From an optimization exercise on the open Yosys and OpenROAD flow, aimed at small area, a short achievable clock period and few clock cycles per item; shortcuts taken in it are not production practice. Function was checked by simulation only, so behaviour that the tests miss may differ from the original.

==> design.v <==
module wm_div #(
    parameter W = 8,     
    parameter N = 8,     
    parameter S = 1      
) (
    input  wire [W+N-1:0] si,
    input  wire [W-1:0]   d,
    input  wire [W+1:0]   d3,
    output wire [W+N-1:0] so
);
    wire [W+N-1:0] st [0:S];
    assign st[0] = si;
    genvar i;
    generate
        for (i = 0; i < S; i = i + 1) begin : g_step
            wire [W+1:0] t  = {st[i][W+N-1:N], st[i][N-1:N-2]};
            wire [W+2:0] s1 = {1'b0, t} - {3'b000, d};
            wire [W+2:0] s2 = {1'b0, t} - {2'b00, d, 1'b0};
            wire [W+2:0] s3 = {1'b0, t} - {1'b0, d3};
            wire         g1 = ~s1[W+2];
            wire         g2 = ~s2[W+2];
            wire         g3 = ~s3[W+2];
            wire [W-1:0] rn = g3 ? s3[W-1:0] : g2 ? s2[W-1:0] : g1 ? s1[W-1:0] : t[W-1:0];
            if (N > 2) begin : g_n
                assign st[i+1] = {rn, st[i][N-3:0], g2, g3 | (g1 & ~g2)};
            end else begin : g_2
                assign st[i+1] = {rn, g2, g3 | (g1 & ~g2)};
            end
        end
    endgenerate
    assign so = st[S];
endmodule
module wm_mul #(
    parameter NA = 8,
    parameter NB = 8,
    parameter NR = 16
) (
    input  wire [NA-1:0] a,
    input  wire [NB-1:0] b,
    output wire [NR-1:0] p
);
    localparam ND = (NB + 1) / 2;
    wire [2*ND:0] bx = {{(2*ND-NB){b[NB-1]}}, b, 1'b0};
    wire [NR-1:0] acc [0:ND];
    function [NR-1:0] kconst(input integer dummy);
        integer j;
        begin
            kconst = {NR{1'b0}};
            for (j = 0; j < ND; j = j + 1)
                if (NA + 1 + 2 * j < NR) kconst = kconst - ({{(NR-1){1'b0}}, 1'b1} << (NA + 1 + 2 * j));
        end
    endfunction
    assign acc[0] = kconst(0);
    genvar i;
    generate
        for (i = 0; i < ND; i = i + 1) begin : g_row
            wire x2 = bx[2*i+2], x1 = bx[2*i+1], x0 = bx[2*i];
            wire one = x1 ^ x0;
            wire two = (x2 & ~x1 & ~x0) | (~x2 & x1 & x0);
            wire [NA:0] m  = ({(NA+1){one}} & {1'b0, a}) | ({(NA+1){two}} & {a, 1'b0});
            wire [NA:0] xm = m ^ {(NA+1){x2}};
            wire [NR-1:0] row = {{(NR-NA-2){1'b0}}, ~x2, xm};
            wire [NR-1:0] ngb = {{(NR-1){1'b0}}, x2};
            assign acc[i+1] = acc[i] + (row << (2 * i)) + (ngb << (2 * i));
        end
    endgenerate
    assign p = acc[ND];
endmodule
module wm_sq #(
    parameter N = 16
) (
    input  wire [N-1:0]  a,
    input  wire          n,
    output wire [2*N:0]  p
);
    wire [2*N:0] acc [0:N];
    assign acc[0] = n ? {{N{1'b0}}, a, 1'b1} : {(2*N+1){1'b0}};    
    genvar i;
    generate
        for (i = 0; i < N; i = i + 1) begin : g_row
            wire [2*N:0] row;
            if (i < N - 1) begin : g_x
                wire [N-2-i:0] x = a[N-1:i+1] & {(N-1-i){a[i]}};
                assign row = ({{(N+i+2){1'b0}}, x} << (2 * i + 2)) | ({{(2*N){1'b0}}, a[i]} << (2 * i));
            end else begin : g_d
                assign row = {{(2*N){1'b0}}, a[i]} << (2 * i);
            end
            assign acc[i+1] = acc[i] + row;
        end
    endgenerate
    assign p = acc[N];
endmodule
module wire_step (
    input  wire               clk,
    input  wire               rst,
    input  wire               in_valid,
    output wire               in_ready,
    input  wire signed [16:0] code,      
    input  wire        [15:0] res,       
    input  wire        [15:0] cc,        
    input  wire        [15:0] cs,        
    input  wire        [15:0] rcs,       
    input  wire        [15:0] rsa,       
    input  wire        [7:0]  tlim,      
    input  wire signed [21:0] ta,        
    input  wire signed [21:0] tc,        
    input  wire signed [21:0] ts,        
    output wire               out_valid,
    input  wire               out_ready,
    output reg  signed [21:0] tc_new,
    output reg  signed [21:0] ts_new,
    output reg                trip
);
    localparam [37:0] F16 = 38'd152587890625;       
    localparam NST = 14;                  
    localparam CAP = NST + 3;             
    localparam DF  = 16;                  
    localparam PW  = 4;                   
    localparam CW  = 5;                   
    reg [NST-1:0] v;                      
    reg           rdy_r;
    assign in_ready = rdy_r;
    wire in_fire = in_valid & rdy_r;
    reg signed [16:0] c0;
    reg        [15:0] res0, cc0, cs0;
    reg        [9:0]  rcs0;
    reg        [13:0] rsa0;
    reg        [7:0]  tl0;
    reg signed [21:0] tc0, ts0;
    reg signed [22:0] es0, fs0;           
    always @(posedge clk) begin
        c0 <= code; res0 <= res; cc0 <= cc; cs0 <= cs;
        rcs0 <= rcs[9:0]; rsa0 <= rsa[13:0]; tl0 <= tlim;
        tc0 <= tc; ts0 <= ts; es0 <= ts - tc; fs0 <= ta - ts;
    end
    wire        n0  = c0[16];
    wire [15:0] a0  = n0 ? ~c0[15:0] : c0[15:0];           
    wire [32:0] c2w;
    wm_sq #(.N(16)) u_sq (.a(a0), .n(n0), .p(c2w));
    wire signed [30:0] tcx = tc0;
    wire signed [30:0] Xw  = 31'sd94351360 + (tcx <<< 9) - (tcx <<< 7) + (tcx <<< 3) + tcx;
    wire signed [27:0] E1w = (es0 <<< 4) + (es0 <<< 2);    
    wire signed [27:0] F1w = (fs0 <<< 4) + (fs0 <<< 2);    
    wire        [11:0] rcs3w = {rcs0, 1'b0} + rcs0;
    wire        [15:0] rsa3w = {rsa0, 1'b0} + rsa0;
    wire [26:0] Eu  = E1w[27] ? ~E1w[26:0] : E1w[26:0];
    wire [26:0] Fu  = F1w[27] ? ~F1w[26:0] : F1w[26:0];
    wire [37:0] ks1w;
    wire [33:0] js1w;
    wm_div #(.W(10), .N(28), .S(2)) u_k1 (.si({11'd0, Eu}), .d(rcs0), .d3(rcs3w), .so(ks1w));
    wm_div #(.W(14), .N(20), .S(1)) u_j1 (.si({7'd0, Fu}),  .d(rsa0), .d3(rsa3w), .so(js1w));
    reg        [32:0] c2_1;
    reg signed [30:0] X1;
    reg        [37:0] ks1;
    reg        [33:0] js1;
    reg               nE1, nF1;
    reg        [15:0] res1, cc1, cs1;
    reg        [9:0]  rcs1;
    reg        [11:0] rcs3_1;
    reg        [13:0] rsa1;
    reg        [15:0] rsa3_1;
    reg        [7:0]  tl1;
    reg signed [21:0] tc1, ts1;
    always @(posedge clk) begin
        c2_1 <= c2w; X1 <= Xw; ks1 <= ks1w; js1 <= js1w; nE1 <= E1w[27]; nF1 <= F1w[27];
        res1 <= res0; cc1 <= cc0; cs1 <= cs0;
        rcs1 <= rcs0; rcs3_1 <= rcs3w; rsa1 <= rsa0; rsa3_1 <= rsa3w;
        tl1 <= tl0; tc1 <= tc0; ts1 <= ts0;
    end
    wire [48:0] A2w;
    wm_mul #(.NA(33), .NB(17), .NR(49)) u_mA (.a(c2_1), .b({1'b0, res1}), .p(A2w));
    wire [37:0] ks2w;
    wire [33:0] js2w;
    wm_div #(.W(10), .N(28), .S(2)) u_k2 (.si(ks1), .d(rcs1), .d3(rcs3_1), .so(ks2w));
    wm_div #(.W(14), .N(20), .S(2)) u_j2 (.si(js1), .d(rsa1), .d3(rsa3_1), .so(js2w));
    reg        [48:0] A2;
    reg signed [30:0] X2;
    reg        [37:0] ks2;
    reg        [33:0] js2;
    reg               nE2, nF2;
    reg        [15:0] cc2, cs2;
    reg        [9:0]  rcs2;
    reg        [11:0] rcs3_2;
    reg        [13:0] rsa2;
    reg        [15:0] rsa3_2;
    reg        [7:0]  tl2;
    reg signed [21:0] tc2, ts2;
    always @(posedge clk) begin
        A2 <= A2w; X2 <= X1; ks2 <= ks2w; js2 <= js2w; nE2 <= nE1; nF2 <= nF1;
        cc2 <= cc1; cs2 <= cs1; rcs2 <= rcs1; rcs3_2 <= rcs3_1; rsa2 <= rsa1; rsa3_2 <= rsa3_1;
        tl2 <= tl1; tc2 <= tc1; ts2 <= ts1;
    end
    wire [63:0] P1w;
    wire [63:0] P2w;
    wm_mul #(.NA(49), .NB(16), .NR(64)) u_mH1 (.a(A2), .b({1'b0, X2[14:0]}), .p(P1w));
    wm_mul #(.NA(49), .NB(16), .NR(64)) u_mH2 (.a(A2), .b(X2[30:15]), .p(P2w));
    wire [37:0] ks3w;
    wire [33:0] js3w;
    wm_div #(.W(10), .N(28), .S(2)) u_k3 (.si(ks2), .d(rcs2), .d3(rcs3_2), .so(ks3w));
    wm_div #(.W(14), .N(20), .S(2)) u_j3 (.si(js2), .d(rsa2), .d3(rsa3_2), .so(js3w));
    reg        [63:0] P1_3;
    reg        [63:0] P2_3;
    reg        [37:0] ks3;
    reg        [33:0] js3;
    reg               nE3, nF3;
    reg        [15:0] cc3, cs3;
    reg        [9:0]  rcs3;
    reg        [11:0] rcs3_3;
    reg        [13:0] rsa3;
    reg        [15:0] rsa3_3;
    reg        [7:0]  tl3;
    reg signed [21:0] tc3, ts3;
    always @(posedge clk) begin
        P1_3 <= P1w; P2_3 <= P2w; ks3 <= ks3w; js3 <= js3w; nE3 <= nE2; nF3 <= nF2;
        cc3 <= cc2; cs3 <= cs2; rcs3 <= rcs2; rcs3_3 <= rcs3_2; rsa3 <= rsa2; rsa3_3 <= rsa3_2;
        tl3 <= tl2; tc3 <= tc2; ts3 <= ts2;
    end
    wire [79:0] H4w = {16'd0, P1_3} + ({{16{P2_3[63]}}, P2_3} << 15);
    wire        nH4w = H4w[79];
    wire [58:0] U4w  = nH4w ? ~H4w[77:19] : H4w[77:19];
    wire [37:0] ks4w;
    wire [33:0] js4w;
    wm_div #(.W(10), .N(28), .S(2)) u_k4 (.si(ks3), .d(rcs3), .d3(rcs3_3), .so(ks4w));
    wm_div #(.W(14), .N(20), .S(2)) u_j4 (.si(js3), .d(rsa3), .d3(rsa3_3), .so(js4w));
    reg        [58:0] U4;
    reg        [18:0] r2_4;
    reg               nH4;
    reg        [37:0] ks4;
    reg        [33:0] js4;
    reg               nE4, nF4;
    reg        [15:0] cc4, cs4;
    reg        [9:0]  rcs4;
    reg        [11:0] rcs3_4;
    reg        [13:0] rsa4;
    reg        [15:0] rsa3_4;
    reg        [7:0]  tl4;
    reg signed [21:0] tc4, ts4;
    always @(posedge clk) begin
        U4 <= U4w; r2_4 <= H4w[18:0]; nH4 <= nH4w;
        ks4 <= ks4w; js4 <= js4w; nE4 <= nE3; nF4 <= nF3;
        cc4 <= cc3; cs4 <= cs3; rcs4 <= rcs3; rcs3_4 <= rcs3_3; rsa4 <= rsa3; rsa3_4 <= rsa3_3;
        tl4 <= tl3; tc4 <= tc3; ts4 <= ts3;
    end
    wire [49:0] Uh  = {26'd0, U4[58:35]};
    wire [49:0] UM  = (Uh << 24) - (Uh << 21) + (Uh << 19) - (Uh << 17) + (Uh << 15) + (Uh << 13)
                    - (Uh << 11) - (Uh << 9) - (Uh << 7) + (Uh << 4) + (Uh << 2);
    wire [37:0] ks5w;
    wire [33:0] js5w;
    wm_div #(.W(10), .N(28), .S(2)) u_k5 (.si(ks4), .d(rcs4), .d3(rcs3_4), .so(ks5w));
    wm_div #(.W(14), .N(20), .S(2)) u_j5 (.si(js4), .d(rsa4), .d3(rsa3_4), .so(js5w));
    reg        [21:0] Qe5;
    reg        [38:0] U5;
    reg        [18:0] r2_5;
    reg               nH5;
    reg        [37:0] ks5;
    reg        [33:0] js5;
    reg               nE5, nF5;
    reg        [15:0] cc5, cs5;
    reg        [9:0]  rcs5;
    reg        [11:0] rcs3_5;
    reg        [13:0] rsa5;
    reg        [15:0] rsa3_5;
    reg        [7:0]  tl5;
    reg signed [21:0] tc5, ts5;
    always @(posedge clk) begin
        Qe5 <= UM[47:26]; U5 <= U4[38:0]; r2_5 <= r2_4; nH5 <= nH4;
        ks5 <= ks5w; js5 <= js5w; nE5 <= nE4; nF5 <= nF4;
        cc5 <= cc4; cs5 <= cs4; rcs5 <= rcs4; rcs3_5 <= rcs3_4; rsa5 <= rsa4; rsa3_5 <= rsa3_4;
        tl5 <= tl4; tc5 <= tc4; ts5 <= ts4;
    end
    wire [38:0] Qx  = {17'd0, Qe5};
    wire [38:0] r6  = U5 - (Qx << 37) - (Qx << 34) + (Qx << 31) - (Qx << 27) + (Qx << 24)
                    + (Qx << 20) - (Qx << 17) - (Qx << 15) + (Qx << 12) + (Qx << 6) - Qx;
    wire [39:0] dd  = {1'b0, r6} - {2'b00, F16};
    wire [39:0] dd2 = {1'b0, r6} - {1'b0, F16, 1'b0};
    wire        ge6 = ~dd[39];
    wire [21:0] Qe1 = Qe5 + 1'b1;
    wire [21:0] Qp  = ge6 ? Qe1 : Qe5;                     
    wire signed [22:0] Qh6w  = nH5 ? ~{1'b0, Qp} : {1'b0, Qp};
    wire        [37:0] nsx6w = nH5 ? (ge6 ? dd[37:0] : r6[37:0]) : (ge6 ? ~dd2[37:0] : ~dd[37:0]);
    wire [37:0] ks6w;
    wm_div #(.W(10), .N(28), .S(2)) u_k6 (.si(ks5), .d(rcs5), .d3(rcs3_5), .so(ks6w));
    wire [33:0] js6w;
    wm_div #(.W(14), .N(20), .S(1)) u_j6 (.si(js5), .d(rsa5), .d3(rsa3_5), .so(js6w));
    wire signed [20:0] k26w = nF5 ? ~{1'b0, js6w[19:0]} : {1'b0, js6w[19:0]};
    wire        [13:0] m26w = nF5 ? rsa5 + ~js6w[33:20] : js6w[33:20];
    reg signed [22:0] Qh6;
    reg        [37:0] nsx6;
    reg        [18:0] r2_6;
    reg        [37:0] ks6;
    reg               nE6;
    reg signed [20:0] k26;
    reg        [13:0] m26;
    reg        [15:0] cc6, cs6;
    reg        [9:0]  rcs6;
    reg        [11:0] rcs3_6;
    reg        [13:0] rsa6;
    reg        [7:0]  tl6;
    reg signed [21:0] tc6, ts6;
    always @(posedge clk) begin
        Qh6 <= Qh6w; nsx6 <= nsx6w; r2_6 <= r2_5;
        ks6 <= ks6w; nE6 <= nE5; k26 <= k26w; m26 <= m26w;
        cc6 <= cc5; cs6 <= cs5; rcs6 <= rcs5; rcs3_6 <= rcs3_5; rsa6 <= rsa5;
        tl6 <= tl5; tc6 <= tc5; ts6 <= ts5;
    end
    wire [37:0] ks7w;
    wm_div #(.W(10), .N(28), .S(2)) u_k7 (.si(ks6), .d(rcs6), .d3(rcs3_6), .so(ks7w));
    reg signed [27:0] k7;
    reg        [9:0]  R7;
    reg               nE7;
    reg signed [22:0] Qh7;
    reg        [37:0] nsx7;
    reg        [18:0] r2_7;
    reg signed [20:0] k26_7;
    reg        [13:0] m26_7;
    reg        [15:0] cc7, cs7;
    reg        [17:0] cc3_7, cs3_7;
    reg        [9:0]  rcs7;
    reg        [13:0] rsa7;
    reg        [7:0]  tl7;
    reg signed [21:0] tc7, ts7;
    always @(posedge clk) begin
        k7 <= nE6 ? ~ks7w[27:0] : ks7w[27:0]; R7 <= ks7w[37:28]; nE7 <= nE6;
        Qh7 <= Qh6; nsx7 <= nsx6; r2_7 <= r2_6; k26_7 <= k26; m26_7 <= m26;
        cc7 <= cc6; cs7 <= cs6; cc3_7 <= {cc6, 1'b0} + cc6; cs3_7 <= {cs6, 1'b0} + cs6;
        rcs7 <= rcs6; rsa7 <= rsa6; tl7 <= tl6; tc7 <= tc6; ts7 <= ts6;
    end
    wire signed [27:0] Nt8 = k7 + Qh7 + $signed({12'd0, cc7});
    wire signed [27:0] Ns8 = k26_7 - k7 + $signed({12'd0, cs7});
    wire        nT8 = Nt8[27];
    wire        nS8 = Ns8[27];
    wire [26:0] Vt  = nT8 ? ~Nt8[26:0] : Nt8[26:0];
    wire [26:0] Vs  = nS8 ? ~Ns8[26:0] : Ns8[26:0];
    wire        oT8 = {12'd0, Vt[26:23]} >= cc7;         
    wire        oS8 = {12'd0, Vs[26:23]} >= cs7;
    wire [37:0] ft8w, fs8w;
    wm_div #(.W(16), .N(22), .S(1)) u_ft8 (.si({12'd0, Vt[26:1]}), .d(cc7), .d3(cc3_7), .so(ft8w));
    wm_div #(.W(16), .N(22), .S(1)) u_fs8 (.si({12'd0, Vs[26:1]}), .d(cs7), .d3(cs3_7), .so(fs8w));
    wire [9:0]  m8w = nE7 ? rcs7 + ~R7 : R7;               
    reg        [37:0] ft8, fs8;
    reg               nT8r, nS8r, oT8r, oS8r, bT8, bS8;
    reg        [9:0]  m8;
    reg        [37:0] nsx8;
    reg        [18:0] r2_8;
    reg        [13:0] m26_8;
    reg        [15:0] cc8, cs8;
    reg        [17:0] cc3_8, cs3_8;
    reg        [9:0]  rcs8;
    reg        [13:0] rsa8;
    reg        [7:0]  tl8;
    reg signed [21:0] tc8, ts8;
    always @(posedge clk) begin
        ft8 <= ft8w; fs8 <= fs8w; nT8r <= nT8; nS8r <= nS8; oT8r <= oT8; oS8r <= oS8;
        bT8 <= Vt[0]; bS8 <= Vs[0]; m8 <= m8w; nsx8 <= nsx7; r2_8 <= r2_7; m26_8 <= m26_7;
        cc8 <= cc7; cs8 <= cs7; cc3_8 <= cc3_7; cs3_8 <= cs3_7; rcs8 <= rcs7; rsa8 <= rsa7;
        tl8 <= tl7; tc8 <= tc7; ts8 <= ts7;
    end
    wire [56:0] nR  = {nsx8, ~r2_8};
    wire [67:0] mx  = {58'd0, m8};
    wire [67:0] dif = (mx << 56) + (mx << 53) - (mx << 50) + (mx << 46) - (mx << 43) - (mx << 39)
                    + (mx << 36) + (mx << 34) - (mx << 31) - (mx << 25) + (mx << 19)
                    - nR * rcs8 - rcs8;
    wire [23:0] p1  = m26_8 * rcs8;
    wire [23:0] p2  = m8 * rsa8;
    wire [37:0] ft9w, fs9w;
    wm_div #(.W(16), .N(22), .S(2)) u_ft9 (.si(ft8), .d(cc8), .d3(cc3_8), .so(ft9w));
    wm_div #(.W(16), .N(22), .S(2)) u_fs9 (.si(fs8), .d(cs8), .d3(cs3_8), .so(fs9w));
    reg        [37:0] ft9, fs9;
    reg               nT9, nS9, oT9, oS9, bT9, bS9, cmp9, lt9;
    reg        [15:0] cc9, cs9;
    reg        [17:0] cc3_9, cs3_9;
    reg        [7:0]  tl9;
    reg signed [21:0] tc9, ts9;
    always @(posedge clk) begin
        ft9 <= ft9w; fs9 <= fs9w; nT9 <= nT8r; nS9 <= nS8r; oT9 <= oT8r; oS9 <= oS8r;
        bT9 <= bT8; bS9 <= bS8; cmp9 <= ~dif[67]; lt9 <= p1 < p2;
        cc9 <= cc8; cs9 <= cs8; cc3_9 <= cc3_8; cs3_9 <= cs3_8;
        tl9 <= tl8; tc9 <= tc8; ts9 <= ts8;
    end
    wire [37:0] ft10w, fs10w;
    wm_div #(.W(16), .N(22), .S(2)) u_ft10 (.si(ft9), .d(cc9), .d3(cc3_9), .so(ft10w));
    wm_div #(.W(16), .N(22), .S(2)) u_fs10 (.si(fs9), .d(cs9), .d3(cs3_9), .so(fs10w));
    reg        [37:0] ft10, fs10;
    reg               nT10, nS10, oT10, oS10, bT10, bS10, cmp10, lt10;
    reg        [15:0] cc10, cs10;
    reg        [17:0] cc3_10, cs3_10;
    reg        [7:0]  tl10;
    reg signed [21:0] tc10, ts10;
    always @(posedge clk) begin
        ft10 <= ft10w; fs10 <= fs10w; nT10 <= nT9; nS10 <= nS9; oT10 <= oT9; oS10 <= oS9;
        bT10 <= bT9; bS10 <= bS9; cmp10 <= cmp9; lt10 <= lt9;
        cc10 <= cc9; cs10 <= cs9; cc3_10 <= cc3_9; cs3_10 <= cs3_9;
        tl10 <= tl9; tc10 <= tc9; ts10 <= ts9;
    end
    wire [37:0] ft11w, fs11w;
    wm_div #(.W(16), .N(22), .S(2)) u_ft11 (.si(ft10), .d(cc10), .d3(cc3_10), .so(ft11w));
    wm_div #(.W(16), .N(22), .S(2)) u_fs11 (.si(fs10), .d(cs10), .d3(cs3_10), .so(fs11w));
    reg        [37:0] ft11, fs11;
    reg               nT11, nS11, oT11, oS11, bT11, bS11, cmp11, lt11;
    reg        [15:0] cc11, cs11;
    reg        [17:0] cc3_11, cs3_11;
    reg        [7:0]  tl11;
    reg signed [21:0] tc11, ts11;
    always @(posedge clk) begin
        ft11 <= ft11w; fs11 <= fs11w; nT11 <= nT10; nS11 <= nS10; oT11 <= oT10; oS11 <= oS10;
        bT11 <= bT10; bS11 <= bS10; cmp11 <= cmp10; lt11 <= lt10;
        cc11 <= cc10; cs11 <= cs10; cc3_11 <= cc3_10; cs3_11 <= cs3_10;
        tl11 <= tl10; tc11 <= tc10; ts11 <= ts10;
    end
    wire [37:0] ft12w, fs12w;
    wm_div #(.W(16), .N(22), .S(2)) u_ft12 (.si(ft11), .d(cc11), .d3(cc3_11), .so(ft12w));
    wm_div #(.W(16), .N(22), .S(2)) u_fs12 (.si(fs11), .d(cs11), .d3(cs3_11), .so(fs12w));
    reg        [37:0] ft12, fs12;
    reg               nT12, nS12, oT12, oS12, bT12, bS12, cmp12, lt12;
    reg        [15:0] cc12, cs12;
    reg        [17:0] cc3_12, cs3_12;
    reg        [7:0]  tl12;
    reg signed [21:0] tc12, ts12;
    always @(posedge clk) begin
        ft12 <= ft12w; fs12 <= fs12w; nT12 <= nT11; nS12 <= nS11; oT12 <= oT11; oS12 <= oS11;
        bT12 <= bT11; bS12 <= bS11; cmp12 <= cmp11; lt12 <= lt11;
        cc12 <= cc11; cs12 <= cs11; cc3_12 <= cc3_11; cs3_12 <= cs3_11;
        tl12 <= tl11; tc12 <= tc11; ts12 <= ts11;
    end
    wire [37:0] ft13w, fs13w;
    wm_div #(.W(16), .N(22), .S(2)) u_ft13 (.si(ft12), .d(cc12), .d3(cc3_12), .so(ft13w));
    wm_div #(.W(16), .N(22), .S(2)) u_fs13 (.si(fs12), .d(cs12), .d3(cs3_12), .so(fs13w));
    reg        [37:0] ft13, fs13;
    reg               nT13, nS13, oT13, oS13, bT13, bS13, cmp13, lt13;
    reg        [15:0] ccm13, csm13;
    reg        [7:0]  tl13;
    reg signed [21:0] tc13, ts13;
    always @(posedge clk) begin
        ft13 <= ft13w; fs13 <= fs13w; nT13 <= nT12; nS13 <= nS12; oT13 <= oT12; oS13 <= oS12;
        bT13 <= bT12; bS13 <= bS12; cmp13 <= cmp12; lt13 <= lt12;
        ccm13 <= cc12 - 1'b1; csm13 <= cs12 - 1'b1;
        tl13 <= tl12; tc13 <= tc12; ts13 <= ts12;
    end
    wire        upT = (ft13[37:22] == ccm13) &  bT13;
    wire        dnT = (ft13[37:22] == 16'd0) & ~bT13;
    wire        upS = (fs13[37:22] == csm13) &  bS13;
    wire        dnS = (fs13[37:22] == 16'd0) & ~bS13;
    wire        aT  = cmp13 & (nT13 ? dnT : upT);      
    wire        aS  = lt13  & (nS13 ? upS : dnS);      
    wire signed [23:0] qbt = nT13 ? ~{2'b00, ft13[21:0]} : {2'b00, ft13[21:0]};
    wire signed [23:0] qbs = nS13 ? ~{2'b00, fs13[21:0]} : {2'b00, fs13[21:0]};
    wire signed [24:0] tcp = tc13 + qbt + $signed({24'd0, aT});
    wire signed [24:0] tsp = ts13 + qbs - $signed({24'd0, aS});
    localparam signed [24:0] TMAX = 25'sh1FFFFF;
    localparam signed [24:0] TMIN = -25'sh200000;
    wire [21:0] tc_r = oT13 ? (nT13 ? 22'h200000 : 22'h1FFFFF)
                     : (tcp > TMAX) ? 22'h1FFFFF : (tcp < TMIN) ? 22'h200000 : tcp[21:0];
    wire [21:0] ts_r = oS13 ? (nS13 ? 22'h200000 : 22'h1FFFFF)
                     : (tsp > TMAX) ? 22'h1FFFFF : (tsp < TMIN) ? 22'h200000 : tsp[21:0];
    wire        tr_r = oT13 ? ~nT13 : (tcp > $signed({7'd0, tl13, 10'd0}));
    wire [44:0] pdata = {tr_r, ts_r, tc_r};
    wire        pv = v[NST-1];
    always @(posedge clk) begin
        if (rst) v <= {NST{1'b0}};
        else     v <= {v[NST-2:0], in_fire};
    end
    reg [44:0]   mem [0:DF-1];
    reg [PW-1:0] wp, rp;
    reg [PW:0]   fcnt;
    reg          fne;
    reg          ov_r;
    reg [CW-1:0] cnt;
    assign out_valid = ov_r;
    wire out_fire  = ov_r & out_ready;
    wire head_take = ~ov_r | out_ready;
    wire rd        = head_take & fne;
    wire [PW:0] f_up = fcnt + pv;
    wire [PW:0] f_dn = fcnt + pv - 1'b1;
    always @(posedge clk) begin
        if (pv) mem[wp] <= pdata;
        if (rd) {trip, ts_new, tc_new} <= mem[rp];
    end
    wire [CW-1:0] cnt_p = cnt + 1'b1;
    wire [CW-1:0] cnt_m = cnt - 1'b1;
    always @(posedge clk) begin
        if (rst) begin
            wp <= 0; rp <= 0; fcnt <= 0; fne <= 1'b0; ov_r <= 1'b0; cnt <= 0; rdy_r <= 1'b1;
        end else begin
            if (pv) wp <= wp + 1'b1;
            if (rd) rp <= rp + 1'b1;
            fcnt <= rd ? f_dn : f_up;
            fne  <= rd ? (f_dn != 0) : (f_up != 0);
            ov_r <= head_take ? fne : 1'b1;
            case ({in_fire, out_fire})
            2'b10: begin cnt <= cnt_p; rdy_r <= (cnt_p < CAP); end
            2'b01: begin cnt <= cnt_m; rdy_r <= (cnt_m < CAP); end
            default: rdy_r <= (cnt < CAP);
            endcase
        end
    end
endmodule
==> run.sh <==
#!/bin/bash
# synth_recipe.tcl (not shown) runs the flow's synth.tcl, then flattens the netlist and writes it again
# the make line also repeats each setting of config.mk as NAME=value (left out here)
make -C /OpenROAD-flow-scripts/flow DESIGN_CONFIG=/design/flow/config.mk WORK_HOME=/design/flow/orfs CLKGATE_MAP_FILE= SYNTH_SCRIPT=/design/flow/synth_recipe.tcl finish
==> config.mk <==
export PLATFORM = sky130hd
export DESIGN_NAME = wire_step
export DESIGN_NICKNAME = wire_step
export VERILOG_FILES = /design/flow/design.v
export SDC_FILE = /design/flow/constraint.sdc
export NUM_CORES = 4
export LEC_CHECK = 0
export ABC_CLOCK_PERIOD_IN_PS = 5000
export CAP_MARGIN = 20
export CORE_MARGIN = 2
export CORE_UTILIZATION = 50
export SLEW_MARGIN = 20
==> constraint.sdc <==
create_clock -name core_clock -period 20.0 [get_ports {clk}]
set_input_delay 4.0000 -clock core_clock [delete_from_list [all_inputs] [get_ports {clk}]]
set_output_delay 4.0000 -clock core_clock [all_outputs]
set_load 0.01 [all_outputs]
==> flow_summary.ini, run 1 <==
[cts]
cts_setup_buffers = 0
ctsRootBufferMaster = clkbuf_16
cts_max_path_buffers = 4
cts_tree = done
htree_levels = 5
cts_resized = 0
clock_latency_ps = 1120
clock-sinks = 4298
clk_pin_slew_ps = 70
cts_buffers = 455
holdBufCountCts = 0

[timing]
drv_slew = 0
fmax_mhz = 104.1
min_period_ps = 9603
relSlewSlack = 0.1912
fin_skew_ps = 132.4
rsz0062_at_grt = no
worstMarginPinSlew_ps = 1213
layout_setup_ws_ps = 10400
finalCritPeriodShare = 0.4801
setup_viol = 0
tns_ps = 0
hold_viol_final = 0

[final_layout]
drive_gt1_frac = 0.05519
nets = 40820
nFillCells = 59080
syn2layout_area_growth_pct = 7.837
post-route-util = 0.5412
seq_area_um2 = 93890
multiInputGateArea_um2 = 212900

[global_routing]
grt_pass1_vias = 249300
grt_first_pass_wirelength_um = 1422000
grt-ovfl-total = 0
grt_max_degree = 131
antenna_found_initial = 68
grt.total_usage = 0.2669

[worst_setup_path]
r2r-start = X2[7]
slowest_delay_ps = 880
end_kind = flop
path_buf_inv = 4
cpMaxStageDelayCell = a2111oi_0
cp.required_ps = 20910
reg2reg_to = P1_3[63]
crit_start = X2[7]
critPathTopFamily = compound AO/OA/AOI/OAI gates
cp.arrival_ps = 10510
critical_path.cell_chain = clkinv_1 > nor2_4 > buf_4 > buf_4 > a22oi_1 > o221ai_1 > fa_1 > fa_1 > fa_1 > inv_1 > fa_1 > ha_1 > nand4_1 > a2111oi_0 > o311ai_0 > a31oi_1 > o211ai_1 > a31oi_1 > a41o_1 > o211a_1 > a21oi_1 > o211ai_1 > a21oi_1 > xnor2_1
path_max_fanout = 67
cpMostUsedCell = fa_1
worstSetupPathType = flop to flop
r2r_setup_slack_ps = 10400
worst_r2r_path_depth = 24
cp-start-kind = flop

[flow_run]
drv_cap = 0

[floorplan]
die_area_um2 = 663000
io_pins = 222
core-area_um2 = 654000
die_y_um = 814.2
fp-row-count = 297
die_w_um = 814.2
initial_core_util = 0.5019

[routing]
first_pass_iters = 7
drt_wl_total_um = 909200
vias_per_cell = 5.731
wl_per_cell_um = 20.66
drc = 0
first_iter_violations = 19090
postRouteAntennaNets = 0
vias = 252300

[synth]
synth_ff_type = dfxtp_1
ys_ff_latch = 4298
synthCells = 35630
syn_area_per_cell_um2 = 9.213
synthesis.nets = 41520
synth_most_common_cell = inv_1
synthMuxAreaShare = 0.02877
ys_warn_count = 9
synthTopCellsByCount = 3999 x inv_1, 3560 x ha_1, 3533 x dfxtp_1
synthSimpleGateAreaFrac = 0.1099
synth-async-reset-ratio = 0
synthesis.area_um2 = 328200
synth.top_cell.area_share = 0.2155
synth_fa_ha_area_frac = 0.2748
ys_top_cells_by_area = dfxtp_1 22%, ha_1 14%, fa_1 13%, edfxtp_1 7.0%, inv_1 4.6%
synth_top_family_by_area = adder cells
synth_cell_types = 142
synth-seq-area-share = 0.2855
synth-compound-area-share = 0.1739
synth_edf_count = 765
synth-xor-area-share = 0.06019
yosys.area.top_type = dfxtp_1

[hold_path]
hold-path-endpoint = r2_8[11]
hp-class = flop to flop
hold_path.startpoint = r2_7[11]
hold_depth = 0

[placement]
dp_hpwl_um = 694300
dpl_worst_slack_ps = 10740
gp_congestion = 0.9169
io_buffers = 213

[outcome]
outcome = timing/DRC/antenna clean
==> flip-flops by register name, summed over array words and instances, names as in the netlist, 39 cells and up <==
signal and cells:
mem 720, A2 49, P2_3 64, U5 39
U4 59, P1_3 64
==> routing by layer <==
metal	global-route usage	share of wire	vias to the layer above
met3	0.03199	0.058	1525
met1	0.3533	0.43	121900
met4	0.1069	0.045	16
li1	-	-	121500
met2	0.4452	0.46	7348
met5	0	0.00012	-
==> metrics by stage <==
stage	hold slack [ps]	cell area, µm²	std cells
floorplan	309.6	328200	35630
global placement	309.5	337900	43140
detailed placement	311.8	338000	43140
CTS	297.8	353700	43980
global route	304.8	353900	43990
finish	297.6	354000	44020
==> cell usage in the layout (no fill, tap or decap), types with 762 or more instances in the layout <==
master	Yosys	final
inv_1	3999	3999
ha_1	3560	3559
dfxtp_1	3533	3423
nand2_1	2522	2522
a21oi_1	2420	2408
fa_1	2153	2153
nor2_1	2111	2094
o21ai_0	1902	1892
xnor2_1	1472	1472
edfxtp_1	765	765
xor2_1	762	762
==> worst max-delay path by stage <==
stage / end / slack, ps / cells after the start
finish: P1_3[63] / 10400 / 24
global route: P1_3[63] / 10150 / 24
CTS: P2_3[62] / 10650 / 26
detailed placement: P2_3[62] / 10740 / 26
global placement: P2_3[62] / 10840 / 26
floorplan: ks1[29] / 12910 / 37
==> kinds of logic (layout without fill, tap and decap cells) <==
family                   count (synthesis)  in the layout
buffers and inverters                 5810           5498
XOR/XNOR                              2245           2245
flip-flops                            4298           4298
AND/OR/NAND/NOR                       7724           7724
multiplexers                           654            654
AO/OA/AOI/OAI                         8928           8928
adder cells (fa/ha/maj)               5969           5969
other                                    0             31
==> final cells by class <==
type / instances / share of cell area
inverters: 4016 / 0.04259
diodes: 31 / 0.0002192
multi-input cells: 25520 / 0.6015
well taps: 8671 / 0.03065
clock inverters: 248 / 0.008441
repair buffers: 639 / 0.01529
flip-flops and latches: 4298 / 0.2653
clock buffers: 595 / 0.03606
Testbench counts, summed over its fixed seeds: cycles 4,128, steps 4,000.
==> inputs of run 2 (changes only) <==
==> flow/run.sh (new file) <==
#!/bin/bash
# The standard layout, with repair_timing asked for 12.5 ns of setup slack on
# the 20 ns clock so that it sizes the critical paths up for a shorter period.
set -euo pipefail
bash standard.sh SETUP_SLACK_MARGIN=12.5 finish > flow_make.log 2>&1
==> standard.sh (new file) <==
#!/bin/bash
# synth_recipe.tcl (not shown) runs the flow's synth.tcl, then flattens the netlist and writes it again
# the make line also repeats each setting of config.mk as NAME=value (left out here)
make -C /OpenROAD-flow-scripts/flow DESIGN_CONFIG=/design/flow/config.mk WORK_HOME=/design/flow/orfs CLKGATE_MAP_FILE= SYNTH_SCRIPT=/design/flow/synth_recipe.tcl "${@:-finish}"
removed: run.sh
==> flow_summary.ini, run 2 <==
[placement]
dp_hpwl_um = 694300
gp_congestion = 0.9169
io_buffers = 213
placed_area_um2 = 338000
dpl_worst_slack_ps = 10740

[routing]
vias_per_cell = 5.757
postRouteAntennaNets = 0
drc = 0
vias = 254400
first_pass_iters = 7
drt_wl_total_um = 925800
wl_per_cell_um = 20.95
first_iter_violations = 19230

[worst_setup_path]
worstSetupPathType = input pin to flop
cp.arrival_ps = 8340
cp.required_ps = 20910
end_kind = flop
cp-start-kind = input pin
path_max_fanout = 3
worst_r2r_path_depth = 27

[global_routing]
grt-ovfl-total = 0
grt_first_pass_wirelength_um = 1429000
grt_pass1_vias = 250400
grt_max_degree = 131
grt.total_usage = 0.2686
antenna_found_initial = 78

[final_layout]
final_cell_mix = 3985 x inv_1, 3551 x ha_1, 3390 x dfxtp_1
largest_reg_flops = 720
syn2layout_area_growth_pct = 9.252
final_cell_area_um2 = 358600
nFillCells = 58690
regMostFlops = mem
reg.largest.list = mem (720), P1_3 (64), P2_3 (64)
drive_gt1_frac = 0.06749
nets = 40990
post-route-util = 0.5483
layout_commonest_cell = inv_1

[synth]
ys_ff_latch = 4298
ys_top_cells_by_area = dfxtp_1 22%, ha_1 14%, fa_1 13%, edfxtp_1 7.0%, inv_1 4.6%
synth_most_common_cell = inv_1
synth-async-reset-ratio = 0
ys_warn_count = 9
yosys.area.top_type = dfxtp_1
synthCells = 35630
synthTopCellsByCount = 3999 x inv_1, 3560 x ha_1, 3533 x dfxtp_1
synth.top_cell.area_share = 0.2155
synth-seq-area-share = 0.2855
synthesis.area_um2 = 328200
syn_area_per_cell_um2 = 9.213
synth_edf_count = 765
synthesis.nets = 41520
synth_cell_types = 142
synth_ff_type = dfxtp_1

[timing]
worstMarginPinSlew_ps = 1206
tns_ps = 0
fmax_mhz = 134.7
rsz0062_at_grt = yes
finalCritPeriodShare = 0.3713
min_period_ps = 7426
whs_ps = 296.4
layout_setup_ws_ps = 12570
drv_slew = 0
setup_viol = 0
hold_viol_final = 0
fin_skew_ps = 129.4
relSlewSlack = 0.1934

[cts]
cts_max_path_buffers = 4
clk_pin_slew_ps = 60
htree_levels = 5
ctsRootBufferMaster = clkbuf_16
clock-sinks = 4298
holdBufCountCts = 0
clock_latency_ps = 1120
cts_tree = done
cts_buffers = 455

[outcome]
outcome = timing/DRC/antenna clean

[floorplan]
die_area_um2 = 663000
die_w_um = 814.2
die_y_um = 814.2
fp-row-count = 297
initial_core_util = 0.5019
core-area_um2 = 654000
io_pins = 222

[hold_path]
hold_depth = 0
hp-class = flop to flop

[flow_run]
drv_cap = 0
## run 2: cell counts after synthesis
No cell type changed its count.
## run 2: cell type report
class	instances	area, µm²	area share
Multi-Input combinational cell	25530	214400	0.5979
Sequential cell	4298	94010	0.2622
Inverter	4016	15130	0.04219
Clock buffer	595	12760	0.03559
Tap cell	8671	10850	0.03025
Timing Repair Buffer	805	8367	0.02333
Clock inverter	248	2988	0.008332
Antenna cell	31	77.57	0.0002163
## run 2: repair_timing
action / in CTS / in global routing
endpoints found under the setup margin: 483 / 726
cloned: 4 / 22
buffers inserted: 49 / 98
gates resized for setup: 320 / 423
pin swaps: 11 / 41
## run 2: path summary, 6_finish.rpt
| check | slack [ps] | startpoint | end |
|---|---|---|---|
| hold reg to reg | 300 | r2_7[13] | r2_8[13] |
| hold / removal | 300 | r2_7[13] | r2_8[13] |
| setup reg to reg | 12600 | X2[20] | P2_3[63] |
| setup / recovery | 12570 | ts[4] | fs0[22] |
## run 2: cells by family after synthesis
kind of cell	synth area share
simple gates	0.1099
flops	0.2855
xor+xnor	0.06019
fa+ha+maj	0.2748
compound gates	0.1739
buf+inv	0.06691
mux	0.02877
## run 2: critical path, cell delays in order
cell,delay [ps]
clkdlybuf4s50_1,940
inv_1,260
ha_1,370
a21boi_0,170
o21ai_1,500
nand2b_1,200
a21o_1,220
a21o_1,210
a41oi_1,390
a2111oi_2,160
nor2_1,150
a211o_1,180
o21ai_0,120
o21a_1,200
o41ai_1,240
## run 2: through the flow
step,std cells
finish,44190
global route,44170
CTS,44040
detailed placement,43140
global placement,43140
floorplan,35630
## run 2: metal layers
| metal | track usage | wire, µm | vias to the layer above | share of wire |
|---|---|---|---|---|
| li1 | - | - | 121800 | - |
| met1 | 0.3539 | 397700 | 123100 | 0.43 |
| met2 | 0.4475 | 425400 | 7794 | 0.46 |
| met3 | 0.03485 | 56930 | 1712 | 0.061 |
| met4 | 0.1090 | 45560 | 26 | 0.049 |
| met5 | 0 | 170 | - | 0.00018 |
==> inputs of run 3 (changes only) <==
==> flow/run.sh (replaced) <==
#!/bin/bash
# The standard layout, with repair_timing asked for 13.5 ns of setup slack on
# the 20 ns clock so that it sizes the critical paths up for a shorter period.
set -euo pipefail
bash standard.sh SETUP_SLACK_MARGIN=13.5 finish > flow_make.log 2>&1
--- a/config.mk
+++ b/config.mk
@@ -9,4 +9,4 @@
 export CAP_MARGIN = 20
 export CORE_MARGIN = 2
-export CORE_UTILIZATION = 50
+export CORE_UTILIZATION = 55
 export SLEW_MARGIN = 20
==> flow_summary.ini, run 3 <==
[cts]
cts_max_path_buffers = 4
clk_pin_slew_ps = 70
clock_latency_ps = 1080
cts_buffers = 443
ctsRootBufferMaster = clkbuf_16
htree_levels = 5
holdBufCountCts = 0
clock-sinks = 4298
cts_tree = done

[placement]
placed_cells = 42330
io_buffers = 213
dp_hpwl_um = 707600
gp_congestion = 0.9597
placed_area_um2 = 337400

[final_layout]
syn2layout_area_growth_pct = 16.47
regMostFlops = mem
multiInputGateArea_um2 = 223400
post-route-util = 0.6434
final_cell_area_um2 = 382300
layout_commonest_cell = inv_1
seq_area_um2 = 94300
final_cell_mix = 3912 x inv_1, 3387 x ha_1, 3275 x dfxtp_1
stdcell_count = 44590
reg.largest.list = mem (720), P1_3 (64), P2_3 (64)
nets = 42170
nFillCells = 48810
drive_gt1_frac = 0.1368
largest_reg_flops = 720

[worst_setup_path]
r2r_setup_slack_ps = 13020
slowest_delay_ps = 610
end_kind = flop
path_max_fanout = 6
cp.arrival_ps = 7870
worstSetupPathType = flop to flop
worst_r2r_path_depth = 37
cpMaxStageDelayCell = fa_2
cp.required_ps = 20890
cp-start-kind = flop
cpMostUsedCell = buf_4

[synth]
ys_ff_latch = 4298
synth_ff_type = dfxtp_1
synth_edf_count = 765
synthCells = 35630
ys_warn_count = 9
ys_top_cells_by_area = dfxtp_1 22%, ha_1 14%, fa_1 13%, edfxtp_1 7.0%, inv_1 4.6%
synthTopCellsByCount = 3999 x inv_1, 3560 x ha_1, 3533 x dfxtp_1
synth_most_common_cell = inv_1
synth_cell_types = 142
synthesis.area_um2 = 328200
syn_area_per_cell_um2 = 9.213
yosys.area.top_type = dfxtp_1
synth-async-reset-ratio = 0
synth.top_cell.area_share = 0.2155
synthesis.nets = 41520
synth-seq-area-share = 0.2855

[global_routing]
antenna_found_initial = 82
top_usage_layer = met2
use_met3 = 0.05601
grt_use_met1 = 0.4209
grt_pass1_vias = 260600
grt-ovfl-total = 0
grtUsageMet2 = 0.5378
grt.total_usage = 0.3315
grt_first_pass_wirelength_um = 1559000
grt_max_degree = 141

[hold_path]
hp-class = flop to flop
hold_depth = 0

[floorplan]
fp-row-count = 283
initial_core_util = 0.5524
die_w_um = 776.5
io_pins = 222
die_y_um = 776.5
die_area_um2 = 603000
core-area_um2 = 594200

[timing]
fin_skew_ps = 123.1
rsz0062_at_grt = yes
finalCritPeriodShare = 0.3489
tns_ps = 0
min_period_ps = 6978
setup_viol = 0
relSlewSlack = 0.08965
fmax_mhz = 143.3
hold_viol_final = 0
drv_slew = 0
worstMarginPinSlew_ps = 1363

[outcome]
outcome = timing/DRC/antenna clean

[routing]
wl_per_cell_um = 23.44
drt_wl_total_um = 1045000
first_iter_violations = 21100
first_pass_iters = 14
vias = 266200
postRouteAntennaNets = 0
drc = 0
vias_per_cell = 5.971

[flow_run]
drv_cap = 0
## run 3: cell types whose count changed in the layout (fill, tap and decap cells not counted), sizes merged, moves of 4 or more
cell,change
and2,+4
buf,+1057
bufbuf,+100
bufinv,+9
clkbuf,-18
clkdlybuf4s15,+4
clkdlybuf4s50,-11
clkinv,+9
clkinvlp,+23
diode,+53
inv,-17
nand2b,+4
## run 3: cells by family after synthesis
group           synth area share
buf+inv                  0.06691
flops                     0.2855
xor+xnor                 0.06019
compound gates            0.1739
mux                      0.02877
fa+ha+maj                 0.2748
simple gates              0.1099
## run 3: area by class of cell
class / count / area share
well taps: 7837 / 0.02565
diodes: 84 / 0.0005499
flip-flops and latches: 4298 / 0.2467
multi-input cells: 25550 / 0.5844
clock inverters: 272 / 0.009191
clock buffers: 559 / 0.03198
inverters: 4016 / 0.04000
repair buffers: 1976 / 0.06157
## run 3: per-layer routing
layer  wire, µm  vias to the layer above
met2     473100                    10120
li1           -                   124500
met5        218                        -
met3      79060                     2867
met4      73920                       26
met1     418600                   128800
## run 3: worst max-delay path, delay by kind of cell, from the launching register on
kind | cells | cell delay [ps]
and+or+nand+nor | 3 | 390
xor gates and xnor gates | 2 | 270
adders and majority gates | 6 | 2400
DFF | 1 | 350
buffers and inverters | 24 | 3010
AOI/OAI and AO/OA | 2 | 390
## run 3: path summary, 6_finish.rpt
path	startpoint	endpoint
worst max-delay path	res1[5]	A2[12]
worst min-delay path	tc7[6]	tc8[6]
worst max register to register	res1[5]	A2[12]
worst min register to register	tc7[6]	tc8[6]
## run 3: stage by stage
step / worst slack, ps / hold slack, ps
floorplan: 13310 / 309.6
global placement: 11010 / 309.6
detailed placement: 11010 / 312.0
CTS: 13060 / 213.8
global route: 12880 / 227.7
finish: 13020 / 239.2
## run 3: repair_timing
| action | in CTS | in global routing |
|---|---|---|
| cloned | 159 | 51 |
| setup endpoints to repair | 974 | 965 |
| pin swaps | 460 | 704 |
| resized for setup | 1985 | 1482 |
| buffers inserted | 663 | 474 |

[what the ideal ports hide]
Ports are ideal in the flow. The routed layouts listed here were re-timed in OpenROAD.
Step 1: set_driving_cell puts a clkbuf_16 on clk and a buf_2 on each other input, an assumption about the parent block.
Step 2, shift: input delay + t, output delay - t, t = (earliest + latest rising clock arrival at the registers) / 2. This alone moves slack from input paths to output paths.
Slacks: no drivers / after step 1 / after step 2; pairs: no drivers / after step 1.
run	t (ns)	setup WS [ns]	slew at the worst register clock pin (ns)
run 1	1.181	10.397 / 10.397 / 10.397	0.07 / 0.07
run 2	1.179	12.574 / 12.597 / 11.496	0.07 / 0.07
run 3	1.162	13.022 / 13.022 / 12.376	0.09 / 0.09
After both steps setup and hold are still met in every run listed. The setup slack of run 2, which loses most, moves by +0.023 ns with the drivers and by -1.078 ns with both steps.
